Background: an optimization exercise with open tools, aiming at small area. Do not read the settings as production practice. The RTL was checked by simulation tests, not by an equivalence proof against the original design. Power is estimated from default activity; no workload was simulated. No driver is modelled on the clock port, so clocking that relies on it looks cheaper here than on a real chip.

==> inputs of 10-03 <==
==> flow/design.v (excerpt) <==
module fb_speed (
    input  wire        clk,
    input  wire        rst,             
    input  wire        edge_valid,
    input  wire [35:0] edge_t,          
    input  wire [35:0] edge_p,          
    input  wire        edge_neg,        
    input  wire        edge_new_run,    
    input  wire        ring_clear,      
    input  wire        rel_valid,
    output wire        rel_ready,
    input  wire [35:0] rel_s,           
    input  wire [3:0]  cfg_match,       
    input  wire [35:0] cfg_win,         
    input  wire [35:0] cfg_tmax,        
    output reg         done,
    output wire [35:0] speed,
    output reg         speed_valid,
    output reg         standstill,
    output wire [35:0] span
);
    localparam [35:0] K0N = ~36'd1953125;
    reg  [2:0]  ph;
    wire [2:0]  pp = ~ph;               
    always @(posedge clk) begin
        if (rst) ph <= 3'd0;
        else     ph <= ph + 3'd1;
    end
    wire        new_e = edge_valid && !ring_clear;
    reg  [5:0]  aptr;                   
    reg  [35:0] T, P;                   
    reg         t_pend, p_pend;
    wire [5:0]  slot_t = aptr + 6'd1;
    wire [5:0]  slot_p = aptr + 6'd2;
    wire        wr_p   = p_pend && (slot_p[2:0] == pp);
    wire        wr_t   = t_pend && (slot_t[2:0] == pp);
    wire [35:0] wd     = wr_p ? P : T;
    wire [2:0]  wl     = wr_p ? slot_p[5:3] : slot_t[5:3];
    wire        wen    = wr_p || wr_t;
    wire [35:0] T_nx   = new_e ? edge_t : T;
    always @(posedge clk) begin
        if (new_e) T <= edge_t;
        if (new_e && t_pend && !wr_t) P <= T;
    end
    always @(posedge clk) begin
        if (rst) begin
            aptr   <= 6'd0;
            t_pend <= 1'b0;
            p_pend <= 1'b0;
        end else begin
            if (new_e) aptr <= aptr - 6'd1;
  ...
make LEC_CHECK=0 CAP_MARGIN=20 CORE_MARGIN=2 CORE_UTILIZATION=60 CTS_CLUSTER_DIAMETER=80 CTS_CLUSTER_SIZE=25 SLEW_MARGIN=20 SYNTH_MEMORY_MAX_BITS=16384 finish   # period 20.0 ns
run.sh (not shown) runs the stock make flow with config.mk's settings and CLKGATE_MAP_FILE= SYNTH_SCRIPT=/design/flow/synth_recipe.tcl, a recipe that flattens the netlist after the stock synthesis.
==> 03-01: changes against 10-03 <==
--- a/flow/design.v
+++ b/flow/design.v
@@ -96,23 +96,26 @@
     reg  [35:0] K, Q, R, S;
     reg         ux;
     reg  [6:0]  n_rel;
     reg  [5:0]  a_sel, o, sc;
     reg  [2:0]  m_ph;
-    reg         cw_ok, cx_ok, neg, dsel_s, ovf, satf;
+    reg         cw_ok, cx_ok, neg, dsel_s, ovf, satf, zf, dly;
     assign speed = K;
     assign span  = S;
     wire scan = (state == S_SCAN);
     wire mul  = (state == S_MUL);
     wire fin  = (state == S_FIN);
     wire div2 = (state == S_DIV2);
     wire rot  = (state == S_ROT);
-    wire [35:0] bv = scan ? port[sc[5:3]] :
-                     chk  ? T :
-                     mul  ? ~(36'd1953125 - 36'd1) :
-                     fin  ? 36'hF_FFFF_FFFF :
-                     (div2 && dsel_s) ? S : R;
+    wire        s_s   = div2 && dsel_s;
+    wire        s_r   = !(scan || chk || mul || fin || s_s);
+    wire [35:0] bport = ({36{scan && sc[5:3] == 3'd0}} & port[0]) | ({36{scan && sc[5:3] == 3'd1}} & port[1]) |
+                        ({36{scan && sc[5:3] == 3'd2}} & port[2]) | ({36{scan && sc[5:3] == 3'd3}} & port[3]) |
+                        ({36{scan && sc[5:3] == 3'd4}} & port[4]) | ({36{scan && sc[5:3] == 3'd5}} & port[5]) |
+                        ({36{scan && sc[5:3] == 3'd6}} & port[6]) | ({36{scan && sc[5:3] == 3'd7}} & port[7]);
+    wire [35:0] bv    = bport | ({36{chk}} & T) | ({36{s_r}} & R) | ({36{s_s}} & S) |
+                        ({36{mul}} & ~(36'd1953125 - 36'd1)) | {36{fin}};
     wire [36:0] aa = {ux, K};
     wire [36:0] nb = {1'b1, ~bv};
     wire [37:0] cc;
     wire [36:0] ss;
     assign cc[0] = 1'b1;
@@ -155,25 +158,39 @@
             4'd8: m_init = 3'd7;
             default: m_init = 3'd0;
         endcase
     end
     wire        d1i       = (state == S_D1I);
+    wire        div1      = (state == S_DIV1);
     wire        mi        = (state == S_MI);
     wire        fin_first = fin && (o == 6'd36);
     wire        fin_last  = fin && (o == 6'd1);
-    wire        inj       = (Q[35] | satf) ^ neg;
-    wire        rnd       = (Q[34] & !satf) ^ neg;
+    wire        inj       = ((dly | satf) & !zf) ^ neg;
+    wire        rnd       = (Q[35] & !satf & !zf) ^ neg;
     wire        take      = mul ? a_sel[5] : fin ? (fin_last && inj && rnd) :
                             (rot || d1i || mi) ? 1'b0 : cy;
     wire        keep      = !(d1i || mi);
-    wire [35:0] sel       = take ? df : (keep ? K : 36'd0);
-    wire        kin       = div2 ? (o >= 6'd21 ? Q[35] : 1'b0) :
+    wire [35:0] sel       = ({36{take}} & df) | ({36{keep && !take}} & K);
+    wire [5:0]  sb        = o - 6'd2;
+    wire        kin       = div1 ? ((o >= 6'd2) && S[sb]) :
+                            div2 ? (o >= 6'd21 ? Q[35] : 1'b0) :
                             fin_first ? neg :
                             fin_last  ? (inj ^ rnd) :
                             fin       ? inj :
                             (rot || d1i || mi || mul) ? 1'b0 : Q[35];
     wire        ge        = (|Q[35:6]) || (Q[5:0] >= a_sel);
+    wire        k_rel = (state == S_IDLE) && rel_valid;
+    wire        k_sh  = !(state == S_IDLE || chk || scan);
+    always @(posedge clk) begin
+        if (k_rel || chk || k_sh)
+            K <= ({36{k_rel}} & rel_s) | ({36{chk}} & T) | ({36{k_sh}} & {sel[34:0], kin});
+        ux <= k_sh && sel[35];
+    end
+    always @(posedge clk) begin
+        Q   <= {Q[34:0], rot ? K[35] : cy};
+        dly <= Q[35];
+    end
     always @(posedge clk) begin
         if (rst) begin
             state       <= S_IDLE;
             done        <= 1'b0;
             speed_valid <= 1'b0;
@@ -181,37 +198,34 @@
         end else begin
             done <= 1'b0;
             case (state)
                 S_IDLE: begin
                     if (rel_valid) begin
-                        K     <= rel_s;
-                        ux    <= 1'b0;
                         S     <= 36'd0;
                         n_rel <= run_nx;
                         sc    <= new_e ? aptr - 6'd1 : aptr;
                         neg   <= new_e ? edge_neg : last_neg;
                         state <= S_CHK;
                     end
                 end
                 S_CHK: begin
-                    K      <= T;                  
                     R      <= df;                 
                     o      <= 6'd63;
                     m_ph   <= m_init;
                     cw_ok  <= 1'b0;
                     cx_ok  <= 1'b0;
                     if (stand_now || n_rel == 7'd1) begin
                         standstill  <= stand_now;
                         speed_valid <= 1'b0;
                         neg         <= 1'b0;
-                        satf        <= 1'b0;
-                        Q           <= 36'd0;
+                        zf          <= 1'b1;
                         o           <= 6'd36;
                         state       <= S_FIN;
                     end else begin
                         standstill  <= 1'b0;
                         speed_valid <= 1'b1;
+                        zf          <= 1'b0;
                         state       <= S_SCAN;
                     end
                 end
                 S_SCAN: begin
                     if (al) begin
@@ -226,15 +240,10 @@
                         sc   <= sc - 6'd1;
                         if (o == 6'd1) state <= S_D1I;
                     end
                 end
                 default: begin
-                    {ux, K} <= {sel, kin};
-                    if (d1i)                Q <= S;
-                    else if (rot)           Q <= {Q[34:0], K[35]};
-                    else if (div2 || (state == S_DIV1) || (fin && !fin_first))
-                                            Q <= {Q[34:0], cy};
                     if (mul) a_sel <= {a_sel[4:0], 1'b0};
                     if (mi) begin
                         dsel_s <= ge;
                         if (!ge) a_sel <= 6'd1;
                     end
==> flow/flow/run.sh (new file) <==
#!/bin/bash
# Standard layout with two changes: the port buffers are the smallest
# buffer cell, and clock tree synthesis clusters more sinks per leaf buffer
# and adds no dummy loads.
bash standard.sh \
  "BUFFER_PORTS_ARGS=-buffer_cell sky130_fd_sc_hd__buf_1" \
  "CTS_ARGS=-sink_clustering_enable -repair_clock_nets -dont_use_dummy_load -sink_clustering_size 32 -sink_clustering_max_diameter 80" \
  finish > standard.log 2>&1
==> flow/standard.sh (new file) <==
#!/bin/bash
# synth_recipe.tcl (not shown) runs the flow's synth.tcl, then flattens the netlist and writes it again
# the make line also repeats each setting of config.mk as NAME=value (left out here)
make -C /OpenROAD-flow-scripts/flow DESIGN_CONFIG=/design/flow/config.mk WORK_HOME=/design/flow/orfs CLKGATE_MAP_FILE= SYNTH_SCRIPT=/design/flow/synth_recipe.tcl "${@:-finish}"
Settings changed: CORE_UTILIZATION 60 to 55, CTS_CLUSTER_DIAMETER 80 to default, CTS_CLUSTER_SIZE 25 to default.
removed: flow/run.sh
==> 09-24: changes against 10-03 <==
--- a/flow/design.v
+++ b/flow/design.v
@@ -96,23 +96,26 @@
     reg  [35:0] K, Q, R, S;
     reg         ux;
     reg  [6:0]  n_rel;
     reg  [5:0]  a_sel, o, sc;
     reg  [2:0]  m_ph;
-    reg         cw_ok, cx_ok, neg, dsel_s, ovf, satf;
+    reg         cw_ok, cx_ok, neg, dsel_s, ovf, satf, zf, dly;
     assign speed = K;
     assign span  = S;
     wire scan = (state == S_SCAN);
     wire mul  = (state == S_MUL);
     wire fin  = (state == S_FIN);
     wire div2 = (state == S_DIV2);
     wire rot  = (state == S_ROT);
-    wire [35:0] bv = scan ? port[sc[5:3]] :
-                     chk  ? T :
-                     mul  ? ~(36'd1953125 - 36'd1) :
-                     fin  ? 36'hF_FFFF_FFFF :
-                     (div2 && dsel_s) ? S : R;
+    wire        s_s   = div2 && dsel_s;
+    wire        s_r   = !(scan || chk || mul || fin || s_s);
+    wire [35:0] bport = ({36{scan && sc[5:3] == 3'd0}} & port[0]) | ({36{scan && sc[5:3] == 3'd1}} & port[1]) |
+                        ({36{scan && sc[5:3] == 3'd2}} & port[2]) | ({36{scan && sc[5:3] == 3'd3}} & port[3]) |
+                        ({36{scan && sc[5:3] == 3'd4}} & port[4]) | ({36{scan && sc[5:3] == 3'd5}} & port[5]) |
+                        ({36{scan && sc[5:3] == 3'd6}} & port[6]) | ({36{scan && sc[5:3] == 3'd7}} & port[7]);
+    wire [35:0] bv    = bport | ({36{chk}} & T) | ({36{s_r}} & R) | ({36{s_s}} & S) |
+                        ({36{mul}} & ~(36'd1953125 - 36'd1)) | {36{fin}};
     wire [36:0] aa = {ux, K};
     wire [36:0] nb = {1'b1, ~bv};
     wire [37:0] cc;
     wire [36:0] ss;
     assign cc[0] = 1'b1;
@@ -155,25 +158,39 @@
             4'd8: m_init = 3'd7;
             default: m_init = 3'd0;
         endcase
     end
     wire        d1i       = (state == S_D1I);
+    wire        div1      = (state == S_DIV1);
     wire        mi        = (state == S_MI);
     wire        fin_first = fin && (o == 6'd36);
     wire        fin_last  = fin && (o == 6'd1);
-    wire        inj       = (Q[35] | satf) ^ neg;
-    wire        rnd       = (Q[34] & !satf) ^ neg;
+    wire        inj       = ((dly | satf) & !zf) ^ neg;
+    wire        rnd       = (Q[35] & !satf & !zf) ^ neg;
     wire        take      = mul ? a_sel[5] : fin ? (fin_last && inj && rnd) :
                             (rot || d1i || mi) ? 1'b0 : cy;
     wire        keep      = !(d1i || mi);
-    wire [35:0] sel       = take ? df : (keep ? K : 36'd0);
-    wire        kin       = div2 ? (o >= 6'd21 ? Q[35] : 1'b0) :
+    wire [35:0] sel       = ({36{take}} & df) | ({36{keep && !take}} & K);
+    wire [5:0]  sb        = o - 6'd2;
+    wire        kin       = div1 ? ((o >= 6'd2) && S[sb]) :
+                            div2 ? (o >= 6'd21 ? Q[35] : 1'b0) :
                             fin_first ? neg :
                             fin_last  ? (inj ^ rnd) :
                             fin       ? inj :
                             (rot || d1i || mi || mul) ? 1'b0 : Q[35];
     wire        ge        = (|Q[35:6]) || (Q[5:0] >= a_sel);
+    wire        k_rel = (state == S_IDLE) && rel_valid;
+    wire        k_sh  = !(state == S_IDLE || chk || scan);
+    always @(posedge clk) begin
+        if (k_rel || chk || k_sh)
+            K <= ({36{k_rel}} & rel_s) | ({36{chk}} & T) | ({36{k_sh}} & {sel[34:0], kin});
+        ux <= k_sh && sel[35];
+    end
+    always @(posedge clk) begin
+        Q   <= {Q[34:0], rot ? K[35] : cy};
+        dly <= Q[35];
+    end
     always @(posedge clk) begin
         if (rst) begin
             state       <= S_IDLE;
             done        <= 1'b0;
             speed_valid <= 1'b0;
@@ -181,37 +198,34 @@
         end else begin
             done <= 1'b0;
             case (state)
                 S_IDLE: begin
                     if (rel_valid) begin
-                        K     <= rel_s;
-                        ux    <= 1'b0;
                         S     <= 36'd0;
                         n_rel <= run_nx;
                         sc    <= new_e ? aptr - 6'd1 : aptr;
                         neg   <= new_e ? edge_neg : last_neg;
                         state <= S_CHK;
                     end
                 end
                 S_CHK: begin
-                    K      <= T;                  
                     R      <= df;                 
                     o      <= 6'd63;
                     m_ph   <= m_init;
                     cw_ok  <= 1'b0;
                     cx_ok  <= 1'b0;
                     if (stand_now || n_rel == 7'd1) begin
                         standstill  <= stand_now;
                         speed_valid <= 1'b0;
                         neg         <= 1'b0;
-                        satf        <= 1'b0;
-                        Q           <= 36'd0;
+                        zf          <= 1'b1;
                         o           <= 6'd36;
                         state       <= S_FIN;
                     end else begin
                         standstill  <= 1'b0;
                         speed_valid <= 1'b1;
+                        zf          <= 1'b0;
                         state       <= S_SCAN;
                     end
                 end
                 S_SCAN: begin
                     if (al) begin
@@ -226,15 +240,10 @@
                         sc   <= sc - 6'd1;
                         if (o == 6'd1) state <= S_D1I;
                     end
                 end
                 default: begin
-                    {ux, K} <= {sel, kin};
-                    if (d1i)                Q <= S;
-                    else if (rot)           Q <= {Q[34:0], K[35]};
-                    else if (div2 || (state == S_DIV1) || (fin && !fin_first))
-                                            Q <= {Q[34:0], cy};
                     if (mul) a_sel <= {a_sel[4:0], 1'b0};
                     if (mi) begin
                         dsel_s <= ge;
                         if (!ge) a_sel <= 6'd1;
                     end
==> flow/flow/run.sh (new file) <==
#!/bin/bash
# Standard layout with two changes: the port buffers are the smallest
# buffer cell, and clock tree synthesis clusters more sinks per leaf buffer
# and adds no dummy loads.
bash standard.sh \
  "BUFFER_PORTS_ARGS=-buffer_cell sky130_fd_sc_hd__buf_1" \
  "CTS_ARGS=-sink_clustering_enable -repair_clock_nets -dont_use_dummy_load -sink_clustering_size 36 -sink_clustering_max_diameter 60" \
  finish > standard.log 2>&1
==> flow/standard.sh (new file) <==
#!/bin/bash
# synth_recipe.tcl (not shown) runs the flow's synth.tcl, then flattens the netlist and writes it again
# the make line also repeats each setting of config.mk as NAME=value (left out here)
make -C /OpenROAD-flow-scripts/flow DESIGN_CONFIG=/design/flow/config.mk WORK_HOME=/design/flow/orfs CLKGATE_MAP_FILE= SYNTH_SCRIPT=/design/flow/synth_recipe.tcl "${@:-finish}"
Settings changed: CTS_CLUSTER_DIAMETER 80 to default, CTS_CLUSTER_SIZE 25 to default, PLACE_DENSITY from default to 0.85.
removed: flow/run.sh
==> summary of the runs <==
In 10-03 the design area is higher than in 03-01, by about 5%. Of 09-24 and 10-03, 10-03 has the higher synthesized cell count (gap 5.3%, measured against 10-03). Against 09-24, the via count of 03-01 is smaller by 6.5%. Sequential power is about the same in 09-24 and 03-01. In synthesized area, 09-24 and 03-01 do not differ. Of 03-01 and 10-03, 03-01 has the higher sequential cell count (gap 2).
==> figures <==
quantity                                                                           10-03                    09-24                    03-01
Post-route fraction of the period consumed by the critical path                    95.6%                    97.7%                    96.9%
Sequential cell fraction of total power                                            51.6%                    50.8%                    51.7%
Area of the multi-input gates                                                11900 sq um              10700 sq um              10700 sq um
Gates resized, CTS repair                                                              0                        3                        1
Clock transition at path regs                                                    0.10 ns                  0.12 ns                  0.11 ns
Final Non-Filler Cells                                                              6603                     6223                     6340
Outcome                                                          complete, no violations  complete, no violations  complete, no violations
Seq pwr                                                                          5820 uW                  5830 uW                  5820 uW
Post-synthesis net count                                                            5077                     4823                     4823
Sequential cell area fraction in the yosys report                                  81.0%                    82.4%                    82.4%
Fraction of standard cell area in multi-input logic                                15.9%                    15.1%                    15.1%
Hold slack                                                                      0.307 ns                 0.263 ns                 0.287 ns
Non-clock buffer share of cell area                                                4.00%                    2.17%                    2.22%

==> afterwards: timing with drivers on the ports <==
How much do the figures lean on ideal ports? The routed layouts below were timed once more, with nothing changed but the port constraints. Step 1 assumes that a clkbuf_16 drives the clock port and a buf_2 every other input. Step 2 moves the port delays by t, midway between the first and last clock arrival at a register: inputs arrive t later, outputs are due t later. That takes back most of the time a late clock gives input paths. Slacks: no drivers / after step 1 / after step 2; pairs: no drivers / after step 1.
run | t (ns) | slack for setup (ns) | worst register clock-pin slew, ns | cell pins on the clock port's net
10-03 | 0.801 | 0.876 / 0.876 / 0.876 | 0.11 / 0.11 | 1
03-01 | 0.778 | 0.627 / 0.627 / 0.627 | 0.12 / 0.12 | 1
09-24 | 0.769 | 0.466 / 0.466 / 0.466 | 0.12 / 0.12 | 1
After both steps every run listed still meets setup and hold.
